From an optimization exercise on the open Yosys and OpenROAD flow, aimed at small area; shortcuts taken in it are not production practice. In this exercise RTL edits were held to simulation tests only and were not proved equivalent to the original. Power figures rest on the tool's default switching activity, not on a simulated workload.

exp/tundra:
==> flow/design.v (excerpt) <==
module chk_block (
    input  wire        clk,
    input  wire        rst,
    input  wire        flr,
    input  wire        req_valid,
    output wire        req_ready,
    input  wire        req_write,
    input  wire        req_host,
    input  wire [7:0]  req_addr,
    input  wire [31:0] req_wdata,
    output wire        rsp_valid,
    output wire [31:0] rsp_rdata
);
    localparam [2:0] OP_CTRL  = 3'd0;
    localparam [2:0] OP_FEED  = 3'd1;
    localparam [2:0] OP_STATE = 3'd2;
    localparam [2:0] OP_AUX   = 3'd3;
    localparam [2:0] OP_COUNT = 3'd4;
    localparam [2:0] OP_RES   = 3'd5;
    reg [8*3-1:0]  r_alg;
    reg [8*32-1:0] r_state;
    reg [8*9-1:0]  r_aux;
    reg [8*32-1:0] r_count;
    reg [2:0]      ptr;
    wire [2:0]  w_alg   = r_alg[23:21];
    wire [31:0] w_state = r_state[255:224];
    wire [8:0]  w_aux   = r_aux[71:63];
    wire [31:0] w_count = r_count[255:224];
    wire w_fl   = w_alg[2];
    wire w_c32  = !w_alg[2] && w_alg[1];
    wire w_c16  = !w_alg[2] && !w_alg[1] && w_alg[0];
  ...
Size in the first run: about 1400 cells after synthesis, ~18000 um^2 of cells after synthesis.
Settings: LEC_CHECK=0, CAP_MARGIN=20, CORE_MARGIN=2, CORE_UTILIZATION=60, CTS_BUF_LIST=sky130_fd_sc_hd__clkbuf_8, CTS_CLUSTER_DIAMETER=50, CTS_CLUSTER_SIZE=20, PLACE_DENSITY=0.7, SLEW_MARGIN=20; clock period 13.0 ns.
standard.sh (not shown) runs the stock make flow with config.mk's settings and CLKGATE_MAP_FILE= SYNTH_SCRIPT=/design/flow/synth_recipe.tcl, a recipe that flattens the netlist after the stock synthesis.
==> flow/flow/run.sh <==
#!/bin/bash
# Own flow: the standard layout, with the synthesis's ABC step run with an
# area-oriented script instead of the speed script. Everything else in the
# synthesis (synth_recipe.tcl and ORFS's synth.tcl) is unchanged, so the
# registers keep the names and cell types the standard synthesis gives them.
set -euo pipefail
W=$(pwd)
R="balance; rewrite; refactor; balance; rewrite; rewrite -z; balance; refactor -z; rewrite -z; balance"
cat > "$W/area_abc.script" <<EOS
strash
$R
$R
dch
amap
topo
EOS
cat > "$W/area_synth.tcl" <<EOS
proc abc {args} {
  set i [lsearch -exact \$args -script]
  if { \$i >= 0 } { lset args [expr {\$i + 1}] {$W/area_abc.script} }
  yosys abc {*}\$args
}
source {$W/synth_recipe.tcl}
EOS
sed "s#$W/synth_recipe.tcl#$W/area_synth.tcl#" standard.sh > "$W/area_standard.sh"
grep -q area_synth.tcl "$W/area_standard.sh"
export CTS_ARGS="-sink_clustering_enable -repair_clock_nets -sink_clustering_size 20 -sink_clustering_max_diameter 50 -buf_list sky130_fd_sc_hd__clkbuf_8 -dont_use_dummy_load"
bash "$W/area_standard.sh" finish > "$W/flow_make.log" 2>&1
#### Input delta (exp/juniper over exp/tundra)
==> flow/flow/run.sh <==
#!/bin/bash
# Own flow: the standard layout, with the synthesis's ABC step run with an
# area-oriented script instead of the speed script. Everything else in the
# synthesis (synth_recipe.tcl and ORFS's synth.tcl) is unchanged, so the
# registers keep the names and cell types the standard synthesis gives them.
set -euo pipefail
W=$(pwd)
R="balance; rewrite; refactor; balance; rewrite; rewrite -z; balance; refactor -z; rewrite -z; balance"
cat > "$W/area_abc.script" <<EOS
strash
$R
$R
dch
amap
topo
EOS
cat > "$W/area_synth.tcl" <<EOS
rename abc my_orig_abc
proc abc {args} {
  set i [lsearch -exact \$args -script]
  if { \$i >= 0 } { lset args [expr {\$i + 1}] {$W/area_abc.script} }
  my_orig_abc {*}\$args
}
source {$W/synth_recipe.tcl}
EOS
sed "s#$W/synth_recipe.tcl#$W/area_synth.tcl#" standard.sh > "$W/area_standard.sh"
grep -q area_synth.tcl "$W/area_standard.sh"
bash "$W/area_standard.sh" finish > "$W/flow_make.log" 2>&1
--- outcome ---
- Stage in which a tool error killed exp/juniper: 1_2_yosys.
--- input diff exp/juniper..exp/xenon ---
==> flow/flow/run.sh <==
#!/bin/bash
# Own flow: the standard layout, with the synthesis's ABC step run with an
# area-oriented script instead of the speed script. Everything else in the
# synthesis (synth_recipe.tcl and ORFS's synth.tcl) is unchanged, so the
# registers keep the names and cell types the standard synthesis gives them.
set -euo pipefail
W=$(pwd)
R="balance; rewrite; refactor; balance; rewrite; rewrite -z; balance; refactor -z; rewrite -z; balance"
cat > "$W/area_abc.script" <<EOS
strash
$R
$R
dch
amap
topo
EOS
cat > "$W/area_synth.tcl" <<EOS
proc abc {args} {
  set i [lsearch -exact \$args -script]
  if { \$i >= 0 } { lset args [expr {\$i + 1}] {$W/area_abc.script} }
  yosys abc {*}\$args
}
source {$W/synth_recipe.tcl}
EOS
sed "s#$W/synth_recipe.tcl#$W/area_synth.tcl#" standard.sh > "$W/area_standard.sh"
grep -q area_synth.tcl "$W/area_standard.sh"
export BUFFER_PORTS_ARGS="-buffer_cell sky130_fd_sc_hd__buf_1"
export CTS_ARGS="-sink_clustering_enable -repair_clock_nets -sink_clustering_size 20 -sink_clustering_max_diameter 50 -buf_list sky130_fd_sc_hd__clkbuf_8 -dont_use_dummy_load"
bash "$W/area_standard.sh" finish > "$W/flow_make.log" 2>&1
### Flow results
Looking at the reports, exp/xenon completed the entire flow and the layout it produced met the timing, DRC and antenna checks.
[inputs] exp/violet vs exp/xenon
- changing CTS_BUF_LIST from sky130_fd_sc_hd__clkbuf_8 to sky130_fd_sc_hd__clkbuf_16
- changing CTS_CLUSTER_DIAMETER from 50 to 60
- changing CTS_CLUSTER_SIZE from 20 to 25
==> flow/run.sh (new file) <==
#!/bin/bash
# synth_recipe.tcl (not shown) runs the flow's synth.tcl, then flattens the netlist and writes it again
# the make line also repeats each setting of config.mk as NAME=value (left out here)
make -C /OpenROAD-flow-scripts/flow DESIGN_CONFIG=/design/flow/config.mk WORK_HOME=/design/flow/orfs CLKGATE_MAP_FILE= SYNTH_SCRIPT=/design/flow/synth_recipe.tcl finish
removed: flow/flow/run.sh
removed: flow/standard.sh
### Flow results
Clock distribution area overhead in the final layout for exp/violet: 2.0 points up relative to exp/xenon. The post-route standard cell area excluding fillers in exp/violet sits 2100 um^2 above the value recorded for exp/xenon. exp/violet ends up with higher number of tap cells inserted than exp/xenon does.
Setup changes, exp/violet to exp/pepper
- CTS_BUF_LIST now sky130_fd_sc_hd__clkbuf_8, was sky130_fd_sc_hd__clkbuf_16
- CTS_CLUSTER_SIZE now 20, was 25
- CTS_CLUSTER_DIAMETER now 50, was 60
## What came out
- Cell area | exp/pepper vs exp/violet | exp/pepper smaller
- In exp/pepper relative to exp/violet, final total power had gone down by a few percent.
- exp/violet → exp/pepper: power attributed to sequential cells essentially unchanged; net switching power figure went down by 46 uW; combinational group share of total power held; worst setup slack picked up an extra 0.0057 ns.

Setup of v56:
Another version of the RTL of chk_block (not shown whole).
Size: ~1400 cells after synthesis, roughly 670 flip-flops, about 80 I/O pins, roughly 18000 sq um of cells after synthesis.
clock: 13.0 ns
lec_check: 0
cap_margin: 20
core_margin: 2
core_utilization: 60
cts_buf_list: sky130_fd_sc_hd__clkbuf_8
cts_cluster_diameter: 50
cts_cluster_size: 20
place_density: 0.7
slew_margin: 20
==> flow/flow/run.sh <==
#!/bin/bash
# Own flow: the standard layout, with the synthesis's ABC step run with an
# area-oriented script instead of the speed script. Everything else in the
# synthesis (synth_recipe.tcl and ORFS's synth.tcl) is unchanged, so the
# registers keep the names and cell types the standard synthesis gives them.
set -euo pipefail
W=$(pwd)
cat > "$W/area_abc.script" <<EOS
strash
&get -n
&deepsyn -T 60
&put
dch
amap
topo
EOS
cat > "$W/area_synth.tcl" <<EOS
proc abc {args} {
  set i [lsearch -exact \$args -script]
  if { \$i >= 0 } { lset args [expr {\$i + 1}] {$W/area_abc.script} }
  yosys abc {*}\$args
}
source {$W/synth_recipe.tcl}
EOS
sed "s#$W/synth_recipe.tcl#$W/area_synth.tcl#" standard.sh > "$W/area_standard.sh"
grep -q area_synth.tcl "$W/area_standard.sh"
export BUFFER_PORTS_ARGS="-buffer_cell sky130_fd_sc_hd__buf_1"
export CTS_ARGS="-sink_clustering_enable -repair_clock_nets -sink_clustering_size 20 -sink_clustering_max_diameter 50 -buf_list sky130_fd_sc_hd__clkbuf_8 -dont_use_dummy_load"
bash "$W/area_standard.sh" finish > "$W/flow_make.log" 2>&1
v56 reached the final stage; the timing, DRC and antenna checks on its layout passed.
Modified inputs, v47 compared to v56
- changing PLACE_DENSITY from 0.7 to 0.85
- changing CORE_UTILIZATION from 60 to 70
-- flow/flow/run.sh --
<<< v56, line 28
export CTS_ARGS="-sink_clustering_enable -repair_clock_nets -sink_clustering_size 20 -sink_clustering_max_diameter 50 -buf_list sky130_fd_sc_hd__clkbuf_8 -dont_use_dummy_load"
>>> v47, line 28
export CTS_ARGS="-sink_clustering_enable -repair_clock_nets -sink_clustering_size 20 -sink_clustering_max_diameter 65 -buf_list sky130_fd_sc_hd__clkbuf_8 -dont_use_dummy_load"
==> summary.txt <==
Compared with v56, v47 is more frugal on power.
| starting density of the core | lower: v56 |
v47 was carried through to the last stage, and its layout satisfied the timing, DRC and antenna checks.
Between v56 and v47, the multi-input logic portion of the cell area does not differ in any meaningful way.
On v47: maximum vdd ir drop is 30% higher than what v56 gave.
Against v56, number of global-route vias before repair in v47 rose by a little under 10%.
The following lists how v12 was set up differently from v47:
-- flow/flow/run.sh --
<<< v47, line 28
export CTS_ARGS="-sink_clustering_enable -repair_clock_nets -sink_clustering_size 20 -sink_clustering_max_diameter 65 -buf_list sky130_fd_sc_hd__clkbuf_8 -dont_use_dummy_load"
>>> v12, line 28
export CTS_ARGS="-sink_clustering_enable -repair_clock_nets -sink_clustering_size 22 -sink_clustering_max_diameter 55 -buf_list sky130_fd_sc_hd__clkbuf_8 -dont_use_dummy_load"
Findings:
Changes observed in v12 relative to v47: final core utilization shows no meaningful change; power density over cell area has decreased. On share of final-layout standard cells stronger than drive strength 1, v47 tracks v12 almost exactly. Delta (v12 minus v47): final-layout clock buffer total saw a decrease; power saw a decrease; combinational power saw little to no change; final setup skew saw an increase.

re-timing with driven ports:
The flow's constraints put no driver on any port. The routed layouts listed below were extracted and timed again, unchanged, in two steps. Step 1, drivers: a clkbuf_16 drives clk and a buf_2 each remaining input, both assumed. Step 2, shift: input delay + t, output delay - t, t = (earliest + latest rising clock arrival at the registers) / 2. This alone moves slack from input paths to output paths. a / b / c = no drivers / after step 1 / after step 2; a / b = the first two.
run | t (ns) | slack for setup (ns) | latest minus earliest clock arrival (ns) | worst register clock-pin slew, ns
exp/tundra | 0.611 | 4.650 / 4.627 / 4.627 | 0.088 / 0.087 | 0.11 / 0.11
exp/xenon | 0.610 | 5.064 / 5.042 / 5.042 | 0.111 / 0.111 | 0.12 / 0.12
exp/violet | 0.595 | 4.500 / 4.449 / 4.449 | 0.023 / 0.023 | 0.09 / 0.09
exp/pepper | 0.627 | 4.506 / 4.456 / 4.456 | 0.020 / 0.021 | 0.11 / 0.11
v56 | 0.604 | 4.193 / 4.171 / 4.171 | 0.092 / 0.092 | 0.11 / 0.11
v47 | 0.584 | 4.379 / 4.354 / 4.354 | 0.080 / 0.080 | 0.12 / 0.12
v12 | 0.589 | 4.367 / 4.343 / 4.343 | 0.127 / 0.127 | 0.12 / 0.12
After both steps every run listed still meets setup and hold. The setup slack of exp/violet, which loses most, moves by -0.051 ns with the drivers and by -0.051 ns with both steps.
